Context: an optimization exercise on an open-source flow, tuned for small area, a short achievable clock period and few clock cycles per item. The choices shown serve that exercise and are no tape-out recipe.
Function was checked by simulation only, so behaviour that the tests miss may differ from the original.

===== design/flow/run.sh =====
#!/bin/bash
# synth_recipe.tcl (not shown) runs the flow's synth.tcl, then flattens the netlist and writes it again
# the make line also repeats each setting of config.mk as NAME=value (left out here)
make -C /OpenROAD-flow-scripts/flow DESIGN_CONFIG=/design/flow/config.mk WORK_HOME=/design/flow/orfs CLKGATE_MAP_FILE= SYNTH_SCRIPT=/design/flow/synth_recipe.tcl finish

===== design/flow/config.mk =====
export PLATFORM = sky130hd
export DESIGN_NAME = corr64
export DESIGN_NICKNAME = corr64
export VERILOG_FILES = /design/flow/design.v
export SDC_FILE = /design/flow/constraint.sdc
export NUM_CORES = 4
export LEC_CHECK = 0
export CAP_MARGIN = 20
export CORE_MARGIN = 2
export CORE_UTILIZATION = 30
export PLACE_DENSITY = 0.45
export SLEW_MARGIN = 20

===== design/flow/constraint.sdc =====
create_clock -name core_clock -period 10.0 [get_ports {clk}]
set_input_delay 2.0000 -clock core_clock [delete_from_list [all_inputs] [get_ports {clk}]]
set_output_delay 2.0000 -clock core_clock [all_outputs]
set_load 0.01 [all_outputs]

===== design/flow/design.v =====
module corr64 (
    input  wire        clk,
    input  wire        rst,           
    input  wire        coef_we,
    input  wire [6:0]  coef_addr,
    input  wire [17:0] coef_data,
    input  wire        in_valid,
    output wire        in_ready,
    input  wire [15:0] in_i,
    input  wire [15:0] in_q,
    input  wire        in_first,      
    input  wire        in_bypass,     
    output reg         out_valid,
    output reg  [17:0] out_i,
    output reg  [17:0] out_q,
    output reg         out_sat,       
    output reg         out_settling,  
    output reg  [31:0] sat_cnt        
);
    reg  signed [17:0] h_i [0:63];
    reg  signed [17:0] h_q [0:63];
    reg  signed [15:0] x_i [0:63];
    reg  signed [15:0] x_q [0:63];
    reg         busy;                 
    reg  [5:0]  k;                    
    reg         job;                  
    reg         fin;                  
    reg  [5:0]  since_ref;            
    reg         cur_bypass;
    reg         cur_settling;
    reg  signed [41:0] acc_i;
    reg  signed [41:0] acc_q;
    assign in_ready = !busy && !fin;
    wire accept = in_valid && in_ready && !rst;
    integer n;
    always @(posedge clk) begin
        if (busy) begin
            for (n = 0; n < 64; n = n + 1) begin
                h_i[n] <= h_i[(n + 1) % 64];
                h_q[n] <= h_q[(n + 1) % 64];
            end
        end else if (coef_we) begin
            if (coef_addr[0])
                h_q[coef_addr[6:1]] <= coef_data;
            else
                h_i[coef_addr[6:1]] <= coef_data;
        end
    end
    always @(posedge clk) begin
        if (busy) begin
            for (n = 0; n < 64; n = n + 1) begin
                x_i[n] <= x_i[(n + 1) % 64];
                x_q[n] <= x_q[(n + 1) % 64];
            end
        end else if (accept) begin
            x_i[0] <= in_i;
            x_q[0] <= in_q;
            for (n = 1; n < 64; n = n + 1) begin
                x_i[n] <= in_first ? 16'sd0 : x_i[n-1];
                x_q[n] <= in_first ? 16'sd0 : x_q[n-1];
            end
        end
    end
    wire signed [17:0] hk_i = h_i[0];
    wire signed [17:0] hk_q = h_q[0];
    wire signed [15:0] xk_i = x_i[0];
    wire signed [15:0] xk_q = x_q[0];
    wire signed [33:0] p_ii = hk_i * xk_i;
    wire signed [33:0] p_qq = hk_q * xk_q;
    wire signed [33:0] p_iq = hk_i * xk_q;
    wire signed [33:0] p_qi = hk_q * xk_i;
    wire signed [41:0] sum_i = acc_i + p_ii - p_qq;
    wire signed [41:0] sum_q = acc_q + p_iq + p_qi;
    function [18:0] round_sat;        
        input signed [41:0] a;
        reg   signed [27:0] q;
        reg                 up;
        begin
            up = a[14] && ((a[13:0] != 14'd0) || a[15]);
            q  = {a[41], a[41:15]} + {27'd0, up};
            if (q > 28'sd131071)
                round_sat = {1'b1, 18'h1FFFF};
            else if (q < -28'sd131072)
                round_sat = {1'b1, 18'h20000};
            else
                round_sat = {1'b0, q[17:0]};
        end
    endfunction
    wire [18:0] r_i = round_sat(acc_i);
    wire [18:0] r_q = round_sat(acc_q);
    always @(posedge clk) begin
        if (busy) begin
            acc_i <= sum_i;
            acc_q <= sum_q;
            k     <= k + 6'd1;
            if (k == 6'd63)
                busy <= 1'b0;
        end else if (accept) begin
            acc_i <= 42'sd0;
            acc_q <= 42'sd0;
            k     <= 6'd0;
            busy  <= !in_bypass;
        end
    end
    always @(posedge clk) begin
        if (rst) begin
            job          <= 1'b0;
            fin          <= 1'b0;
            since_ref    <= 6'd0;
            cur_bypass   <= 1'b0;
            cur_settling <= 1'b0;
            out_valid    <= 1'b0;
            out_i        <= 18'd0;
            out_q        <= 18'd0;
            out_sat      <= 1'b0;
            out_settling <= 1'b0;
            sat_cnt      <= 32'd0;
        end else begin
            out_valid <= 1'b0;
            if (accept) begin
                cur_bypass   <= in_bypass;
                cur_settling <= !in_bypass &&
                                (in_first || since_ref < 6'd62);
                if (in_first)
                    since_ref <= 6'd0;
                else if (since_ref != 6'd63)
                    since_ref <= since_ref + 6'd1;
                job <= !in_bypass;
                fin <= in_bypass;
            end else if (busy && k == 6'd63) begin
                job <= 1'b0;
                fin <= job;
            end else if (fin) begin
                fin          <= 1'b0;
                out_valid    <= 1'b1;
                out_settling <= cur_settling;
                if (cur_bypass) begin
                    out_i   <= {x_i[0][15], x_i[0], 1'b0};
                    out_q   <= {x_q[0][15], x_q[0], 1'b0};
                    out_sat <= 1'b0;
                end else begin
                    out_i   <= r_i[17:0];
                    out_q   <= r_q[17:0];
                    out_sat <= r_i[18] | r_q[18];
                    sat_cnt <= sat_cnt + {31'd0, r_i[18]} + {31'd0, r_q[18]};
                end
            end
        end
    end
endmodule

==> metrics.md, run 1 <==
| Metric | Value |
|---|---|
| Routed metal-1 wire length | `286000 µm` |
| Pin count of the biggest net entering global routing | `230` |
| Initial Util | `0.301` |
| Maximum operating frequency | `0.110 GHz` |
| Total setup violations reported at the end of the flow | `0` |
| Met3 Wirelength | `26600 µm` |
| Longest Clk Path Bufs | `4` |
| Netlist area before placement | `0.238 mm²` |
| Final Slew Violations | `0` |
| Count of hold-fix buffers inserted at cts | `0` |
| Worst skew pair latency | `1100 ps` |
| Number of hold violations in the final report | `0` |
| DP Wirelength | `396000 µm` |
| Antenna violations before repair | `66` |
| Cell at the root of the clock tree | `clkbuf_16` |
| Max H-tree Level | `6` |
| Number of nets still failing antenna checks after routing | `0` |
| Biggest fanout along the worst timing path | `21` |
| Number of enable flip-flop cells after synthesis | `4442` |
| Die Y | `894 µm` |
| RR Startpoint | `x_q[0][4]` |
| Part of the cycle the worst path needs | `0.907` |
| Die span in x | `894 µm` |
| Setup slack at placement | `938 ps` |
| Number of buffers added for setup after CTS | `0` |
| First-pass GRT wire length | `922000 µm` |
| Detailed-route via count | `129845` |
| Avg Cell Area, Syn | `14.8 µm²` |
| Die area | `0.799 mm²` |
| HP Class | `flop to flop` |
| Floorplan core area | `0.789 mm²` |
| Transition at the pin with the smallest max-transition slack | `1280 ps` |
| First-pass iteration count of the detailed router | `6` |
| Signal arrival time at the worst endpoint | `9880 ps` |
| Post-route setup slack | `930 ps` |
| Average wire length per cell after detail routing | `22.6 µm` |
| Area fraction in compound gates after synthesis | `0.0846` |
| Setup repair after global routing missed its margin | `no` |
| Count of nets after finishing | `17881` |
| Final period demand of the worst path | `9070 ps` |
| Count of synthesis-stage warnings from yosys | `3` |
| Capture instance of the worst register-to-register path | `acc_i[41]` |
| Distinct cells, synth | `92` |
| End of the critical path | `acc_i[41]` |
| Portion of the post-synthesis area used by sequential elements | `0.568` |
| Main combinational cell family by area after synthesis | `adder cells` |
| Required time reported for the critical path endpoint | `10810 ps` |
| Register-to-register path setup slack | `930 ps` |
| Number of global-route vias before repair | `139701` |
| Post-synthesis share of cell area spent on xor and xnor gates | `0.00545` |
| Post-synthesis adder-cell area fraction | `0.146` |
| Final global-route overflow total | `0` |
| Max Cap Violations | `0` |
| Fraction of the mapped netlist area in simple logic gates | `0.0410` |
| Number of buffers inserted during clock tree synthesis | `539` |
| Setup skew after layout | `146 ps` |
| Setup Crit Path Kind | `flop to flop` |
| Run status | `no timing/DRC/antenna violations` |
| Main flop type after synthesis | `edfxtp_1` |
| Violation count after the first detailed-route iteration | `9733` |
| Multiplexer share of the synthesized area | `0.111` |
| Met2 WL post-DR | `280000 µm` |
| Layout Area Growth over Synthesis | `12.5%` |
| Input/output buffers | `134` |
| Setup TNS | `0 ps` |
| Top routing layer in use | `met5` |
| Synth Register Bits | `4524` |
| Type of destination of the critical path | `flop` |
| Clock tree from TritonCTS | `done` |
| Beginning of the critical path | `x_q[0][4]` |
| Final weighted congestion in routability-driven placement | `0.833` |
| FP Rows | `326` |
| Tot GR Track Use | `0.148` |
| Reg2Reg Depth | `25` |
| Post-synthesis async set-or-reset flop share | `0` |
| Ratio of cells with drive above 1 in the final layout | `0.212` |
| Synth Instances | `16101` |
| Wire length reported by the detailed router | `607000 µm` |
| Synth Net Count | `18020` |
| Clock sink count | `4524` |
| Drc violations | `0` |
| CTS clk-pin slew, worst paths | `60 ps` |
| Via/cell ratio | `4.83` |
| Launching element type of the critical path | `flop` |
| I/O Pins | `135` |
| Worst rel slew slack | `0.148` |
| Worst hold margin | `439 ps` |
| Number of instances resized during post-cts repair | `0` |
-- cell usage after synthesis, types with 14 or more instances --
cell type | number | area (µm²)
xnor2_1 | 85 | 744
nand4_1 | 37 | 231
ha_1 | 343 | 4290
inv_1 | 1612 | 6050
buf_2 | 16 | 80.1
o21a_1 | 24 | 180
nor2_1 | 279 | 1050
dfxtp_1 | 82 | 1640
and3_1 | 20 | 125
nor4_1 | 15 | 93.8
xor2_1 | 63 | 552
nor2b_1 | 14 | 87.6
o21ai_0 | 190 | 951
a22o_1 | 1969 | 17200
edfxtp_1 | 4442 | 133000
a31oi_1 | 15 | 93.8
fa_1 | 1513 | 30300
nand2b_1 | 36 | 225
a21o_1 | 28 | 210
a21oi_1 | 78 | 390
nor3_1 | 26 | 130
mux2_2 | 2336 | 26300
nand2_1 | 947 | 3550
and2_1 | 531 | 3320
or3_1 | 21 | 131
clkbuf_1 | 1128 | 4230
nand3_1 | 54 | 270
-- logic make-up after synthesis --
logic type | Yosys count
AO/OA/AOI/OAI | 2417
XOR/XNOR | 148
adder cells (fa/ha/maj) | 1856
buffers and inverters | 2777
flip-flops | 4524
multiplexers | 2345
AND/OR/NAND/NOR | 2034
-- worst min path at each step --
stage | from | end | slack, ps | cells after the start
final | out_i[0] | out_i[0] | 440 | 2
after global routing | x_q[63][3] | x_q[62][3] | 470 | 1
after CTS | out_i[0] | out_i[0] | 440 | 2
after detailed placement | out_i[0] | out_i[0] | 430 | 2
after global placement | out_i[0] | out_i[0] | 430 | 2
after floorplan | cur_settling | out_settling | 430 | 2
-- placed cells by master, fill, tap and decap left out, drive strengths merged, types with 114 or more instances in the layout --
cell and count:
buf 368, nand2 947, edfxtp 4442, clkinv 230, clkdlybuf4s50 114, nor2 283, and2 531, o21ai 193
fa 1513, mux2 2336, inv 1643, ha 343, a22o 1969, clkbuf 667
-- per-layer routing --
layer,track usage,up-vias
met3,0.0218,745
li1,-,58245
met4,0.0344,4
met5,0,-
met1,0.214,68536
met2,0.237,2315
-- critical path: stages, from the launching register on --
cell,delay (ps)
edfxtp_1,1110
buf_4,570
nand2_1,170
fa_1,540
fa_1,790
buf_4,250
fa_1,450
fa_1,550
inv_1,50
fa_1,510
inv_1,60
fa_1,500
fa_1,490
inv_1,60
fa_1,470
inv_1,40
ha_1,340
and2_1,170
and3_1,190
a221o_1,320
a31oi_1,190
nand2_1,140
a221oi_1,330
o21ai_0,170
a21oi_1,170
nor3b_1,60
-- flip-flops by register name, summed over array words and instances, names as in the netlist, 18 cells and up --
register and count:
out_i 18, acc_q 42, acc_i 42, x_i 1024
sat_cnt 32, out_q 18, h_i 1152, h_q 1152
x_q 1024
-- cell type report --
class                      instances  area (µm²)
fill                           76591      521000
sequential                      4524      135000
multi-input combinational       8800       92200
clock buffer                     667       14100
tap                            10496       13100
inverter                        1615        6070
timing repair buffer             482        4360
clock inverter                   285        2480
antenna                           19        47.5
-- through the flow --
| step | util | cells | area, µm² |
|---|---|---|---|
| CTS | 0.339 | 26869 | 267000 |
| global placement | 0.318 | 25917 | 251000 |
| detailed placement | 0.318 | 25917 | 251000 |
| global route | 0.339 | 26876 | 267000 |
| finish | 0.339 | 26888 | 267000 |
| floorplan | - | 16101 | 238000 |
Testbench counts, summed over its fixed seeds: cycles 135,168, items 2,048.
==> inputs of run 2 (changes only) <==
--- a/design/flow/design.v
+++ b/design/flow/design.v
@@ -31,5 +31,5 @@
     reg  signed [41:0] acc_i;
     reg  signed [41:0] acc_q;
-    assign in_ready = !busy && !fin;
+    assign in_ready = !busy && !fin && !pv;
     wire accept = in_valid && in_ready && !rst;
     integer n;
@@ -37,6 +37,6 @@
         if (busy) begin
             for (n = 0; n < 64; n = n + 1) begin
-                h_i[n] <= h_i[(n + 1) % 64];
-                h_q[n] <= h_q[(n + 1) % 64];
+                h_i[n] <= h_i[(n + 2) % 64];
+                h_q[n] <= h_q[(n + 2) % 64];
             end
         end else if (coef_we) begin
@@ -50,6 +50,6 @@
         if (busy) begin
             for (n = 0; n < 64; n = n + 1) begin
-                x_i[n] <= x_i[(n + 1) % 64];
-                x_q[n] <= x_q[(n + 1) % 64];
+                x_i[n] <= x_i[(n + 2) % 64];
+                x_q[n] <= x_q[(n + 2) % 64];
             end
         end else if (accept) begin
@@ -66,10 +66,27 @@
     wire signed [15:0] xk_i = x_i[0];
     wire signed [15:0] xk_q = x_q[0];
+    wire signed [17:0] hl_i = h_i[1];
+    wire signed [17:0] hl_q = h_q[1];
+    wire signed [15:0] xl_i = x_i[1];
+    wire signed [15:0] xl_q = x_q[1];
     wire signed [33:0] p_ii = hk_i * xk_i;
     wire signed [33:0] p_qq = hk_q * xk_q;
     wire signed [33:0] p_iq = hk_i * xk_q;
     wire signed [33:0] p_qi = hk_q * xk_i;
-    wire signed [41:0] sum_i = acc_i + p_ii - p_qq;
-    wire signed [41:0] sum_q = acc_q + p_iq + p_qi;
+    wire signed [33:0] r_ii = hl_i * xl_i;
+    wire signed [33:0] r_qq = hl_q * xl_q;
+    wire signed [33:0] r_iq = hl_i * xl_q;
+    wire signed [33:0] r_qi = hl_q * xl_i;
+    reg  signed [35:0] pr_i, pr_q;    
+    reg                pv;            
+    reg                last;          
+    always @(posedge clk) begin
+        pr_i <= (p_ii - p_qq) + (r_ii - r_qq);
+        pr_q <= (p_iq + p_qi) + (r_iq + r_qi);
+        pv   <= busy;
+        last <= busy && k == 6'd31;
+    end
+    wire signed [41:0] sum_i = acc_i + pr_i;
+    wire signed [41:0] sum_q = acc_q + pr_q;
     function [18:0] round_sat;        
         input signed [41:0] a;
@@ -90,9 +107,11 @@
     wire [18:0] r_q = round_sat(acc_q);
     always @(posedge clk) begin
-        if (busy) begin
+        if (pv) begin
             acc_i <= sum_i;
             acc_q <= sum_q;
+        end
+        if (busy) begin
             k     <= k + 6'd1;
-            if (k == 6'd63)
+            if (k == 6'd31)
                 busy <= 1'b0;
         end else if (accept) begin
@@ -128,5 +147,5 @@
                 job <= !in_bypass;
                 fin <= in_bypass;
-            end else if (busy && k == 6'd63) begin
+            end else if (last) begin
                 job <= 1'b0;
                 fin <= job;
--- a/design/flow/config.mk
+++ b/design/flow/config.mk
@@ -8,5 +8,5 @@
 export CAP_MARGIN = 20
 export CORE_MARGIN = 2
-export CORE_UTILIZATION = 30
-export PLACE_DENSITY = 0.45
+export CORE_UTILIZATION = 25
+export PLACE_DENSITY = 0.4
 export SLEW_MARGIN = 20
==> run 2 against run 1 <==
  * Critical endpoint is now pr_i[35]
  * Register-to-register slack got worse by 630 ps
  * Die area rose by 43%
  * Worst hold slack better by 15 ps
  * Utilization decreased by 5.3 points
==> metrics.md, run 2 <==
| Metric | Value |
|---|---|
| Run status | `no timing/DRC/antenna violations` |
| Cell at the slowest stage of the critical path | `edfxtp_1` |
| Worst rel slew slack | `0.104 (-0.0432)` |
| Cell mode on critical path | `fa_1` |
| Sink of the worst hold path | `out_i[13]` |
| Setup repair after global routing missed its margin | `no` |
| Clock tree from TritonCTS | `done` |
| Capture instance of the worst register-to-register path | `pr_i[35]` |
| FP Rows | `390 (+20%)` |
| Reg2Reg Depth | `26 (+4.0%)` |
| Synth Net Count | `24516 (+36%)` |
| Fraction of the mapped netlist area in simple logic gates | `0.0600 (+0.0190)` |
| Via/cell ratio | `4.44 (-8.1%)` |
| Setup Crit Path Kind | `flop to flop` |
| Count of hold-fix buffers inserted at cts | `0 (unchanged)` |
| Biggest fanout along the worst timing path | `16 (-24%)` |
| Tot GR Track Use | `0.147 (-0.00195)` |
| Count of nets after finishing | `24450 (+37%)` |
| RR Startpoint | `x_q[0][8]` |
| Post-route non-filler standard cell count | `36512 (+36%)` |
| Number of global-route vias before repair | `175252 (+25%)` |
| Die span in x | `1070 µm (+19%)` |
| Number of buffers inserted during clock tree synthesis | `572 (+6.1%)` |
| Post-DP Area | `0.304 mm² (+21%)` |
| Final global-route overflow total | `0 (unchanged)` |
| I/O Pins | `135 (unchanged)` |
| List of most frequent post-synthesis cells | `4358 x edfxtp_1, 2945 x inv_1, 2793 x fa_1, 2338 x mux2_2, 1946 x a22o_1` |
| Layout Area Growth over Synthesis | `13.9%` |
| Post-route standard cell area excluding fillers | `0.322 mm² (+21%)` |
| Area fraction in compound gates after synthesis | `0.0748 (-0.00978)` |
| Ratio of cells with drive above 1 in the final layout | `0.181 (-0.0310)` |
| Floorplan core area | `1.13 mm² (+43%)` |
| Total setup violations reported at the end of the flow | `0 (unchanged)` |
| Required time reported for the critical path endpoint | `10980 ps (+170 ps)` |
| Cell types with the largest area share after synthesis | `edfxtp_1 46%, fa_1 20%, mux2_2 9.3%` |
| Max H-tree Level | `6 (unchanged)` |
| Signal arrival time at the worst endpoint | `10680 ps (+800 ps)` |
| Average wire length per cell after detail routing | `23.2 µm (+2.7%)` |
| Die area | `1.14 mm² (+43%)` |
| Count of synthesis-stage warnings from yosys | `3 (unchanged)` |
| Avg Cell Area, Syn | `13.5 µm² (-8.9%)` |
| Netlist area before placement | `0.283 mm² (+19%)` |
| Transition at the pin with the smallest max-transition slack | `1340 ps (+64.8 ps)` |
| DP Wirelength | `583000 µm (+47%)` |
| Main combinational cell family by area after synthesis | `adder cells` |
| Input/output buffers | `134 (unchanged)` |
| Main flop type after synthesis | `edfxtp_1` |
| Share of the synthesized area in the top cell type | `0.462 (-0.0989)` |
| Final weighted congestion in routability-driven placement | `0.856 (+2.7%)` |
| Worst skew pair latency | `1120 ps (+20 ps)` |
| Number of enable flip-flop cells after synthesis | `4358 (-1.9%)` |
| Most common library cell in the layout ignoring fill and taps | `edfxtp_1` |
| Synth Register Bits | `4598 (+1.6%)` |
| Launching element type of the critical path | `flop` |
| Setup TNS | `0 ps (unchanged)` |
| Initial Util | `0.251 (-0.0504)` |
| Placed cell count | `35467 (+37%)` |
| Clock sink count | `4598 (+1.6%)` |
| Number of nets still failing antenna checks after routing | `0 (unchanged)` |
| Longest Clk Path Bufs | `5 (+1)` |
| Cell at the root of the clock tree | `clkbuf_16` |
| Synth Instances | `21039 (+31%)` |
| Part of the cycle the worst path needs | `0.970 (+0.0631)` |
| Wire length reported by the detailed router | `846000 µm (+39%)` |
| Most frequent cells in the layout | `4358 x edfxtp_1, 2944 x inv_1, 2793 x fa_1` |
| Type of destination of the critical path | `flop` |
| Maximum operating frequency | `0.103 GHz (-6.5%)` |
| Max Cap Violations | `0 (unchanged)` |
| Detailed-route via count | `161984 (+25%)` |
| First-pass GRT wire length | `1250000 µm (+36%)` |
| Portion of the post-synthesis area used by sequential elements | `0.479 (-0.0888)` |
| Final period demand of the worst path | `9700 ps (+631 ps)` |
| Drc violations | `0 (unchanged)` |
| Violation count after the first detailed-route iteration | `12039 (+24%)` |
| Met3 Wirelength | `34800 µm (+31%)` |
| Multiplexer share of the synthesized area | `0.0948 (-0.0163)` |
| Met2 WL post-DR | `383000 µm (+37%)` |
| HP Class | `flop to flop` |
| Hold Crit Depth | `2 (unchanged)` |
| Distinct cells, synth | `86 (-6.5%)` |
| Register-to-register path setup slack | `300 ps (-630 ps)` |
| Top routing layer in use | `met5` |
| Setup skew after layout | `110 ps (-35.6 ps)` |
| Most repeated cell in the gate-level netlist after synthesis | `edfxtp_1` |
| Post-synthesis share of cell area spent on xor and xnor gates | `0.00789 (+0.00244)` |
| Antenna violations before repair | `69 (+4.5%)` |
| Post-synthesis async set-or-reset flop share | `0 (unchanged)` |
| Post-synthesis adder-cell area fraction | `0.225 (+0.0795)` |
| Final Slew Violations | `0 (unchanged)` |
| Biggest regs | `h_i: 1152 flops, h_q: 1152 flops` |
| Routed metal-1 wire length | `406000 µm (+42%)` |
| First-pass iteration count of the detailed router | `5 (-1)` |
| Synth area leader | `edfxtp_1` |
| Number of hold violations in the final report | `0 (unchanged)` |
| Largest stage delay, worst path | `950 ps (-160 ps)` |
| Die Y | `1070 µm (+19%)` |
| CTS clk-pin slew, worst paths | `60 ps (about the same)` |
| Startpoint of the tightest hold check path | `out_i[13]` |
| Pin count of the biggest net entering global routing | `241 (+4.8%)` |
-- run 2: cell count changes in the layout (fill, tap and decap cells not counted), sizes merged, moves of 191 or more --
cell,change
and2,+553
buf,+280
fa,+1280
ha,+278
inv,+1329
nand2,+472
nand2b,+191
-- run 2: layout make-up --
class,instances,area (µm²)
multi-input combinational,12074,131000
inverter,2947,11100
sequential,4598,136000
timing repair buffer,780,8010
fill,114787,806000
tap,15092,18900
antenna,25,62.6
clock buffer,737,15400
clock inverter,259,2220
-- run 2: logic make-up (layout without fill, tap and decap cells) --
group / count (synthesis) / after routing
flops: 4598 / 4598
fa+ha+maj: 3414 / 3414
mux: 2388 / 2388
compound gates: 2614 / 2614
xor+xnor: 255 / 255
simple gates: 3403 / 3403
buf+inv: 4367 / 4723
other cells: 0 / 25
-- run 2: repair_timing --
action,in CTS,in global routing
gates resized for setup,0,3
endpoints found under the hold margin,0,0
setup endpoints to repair,1,4
buffers inserted,2,18
-- run 2: worst max path at each step --
stage	start	end	slack, ps	cells past startpoint
after floorplan	rst	k[0]	-7210	3
after global placement	h_q[1][4]	pr_i[35]	-90	28
after detailed placement	x_q[0][11]	pr_i[35]	80	28
final	x_q[0][8]	pr_i[35]	300	26
after CTS	h_i[1][4]	pr_i[35]	90	29
after global routing	x_q[0][10]	pr_q[33]	40	29
-- run 2: worst max-delay path: cells and delay by family (launching register included) --
| kind | cells | cell delay [ps] |
|---|---|---|
| fa+ha+maj | 11 | 5440 |
| simple gates | 2 | 410 |
| xor+xnor | 1 | 130 |
| flops | 1 | 950 |
| compound gates | 6 | 1750 |
| buf+inv | 6 | 890 |
-- run 2: per-stage QoR --
| stage | utilization | hold WS (ps) | setup slack (ps) |
|---|---|---|---|
| 2_1_floorplan | - | 329 | -7210 |
| 3_3_place_gp | 0.270 | 443 | -91.6 |
| 3_5_place_dp | 0.270 | 455 | 78.0 |
| 4_1_cts | 0.285 | 447 | 88.6 |
| 5_1_grt | 0.286 | 469 | 37.1 |
| 6_report | 0.286 | 453 | 299 |
-- run 2: metal layers --
| metal | track usage | up-vias |
|---|---|---|
| li1 | - | 72062 |
| met1 | 0.214 | 85962 |
| met2 | 0.231 | 3057 |
| met3 | 0.0185 | 899 |
| met4 | 0.0344 | 4 |
| met5 | 0 | - |
Testbench counts of run 2, summed over its fixed seeds: cycles 71,680, items 2,048.

[static timing again, ports no longer ideal]
No port has a modelled driver above. Below, the same layouts with a new extraction and two added sets of constraints. Step 1 assumes that a clkbuf_16 drives the clock port and a buf_2 every other input. Step 2, shift: input delay + t, output delay - t, t = (earliest + latest rising clock arrival at the registers) / 2. This alone moves slack from input paths to output paths. a / b / c = no drivers / after step 1 / after step 2; a / b = the first two.
| run | t (ns) | setup WS [ns] | worst hold slack (ns) | worst setup path after step 2 | pins driven straight from the clock port |
|---|---|---|---|---|---|
| run 1 | 1.162 | 0.930 / 0.930 / 0.930 | 0.439 / 0.439 / 0.439 | register to register | 1 |
| run 2 | 1.201 | 0.299 / 0.299 / 0.299 | 0.453 / 0.453 / 0.453 | register to register | 1 |
After both steps setup and hold are still met in every run listed.
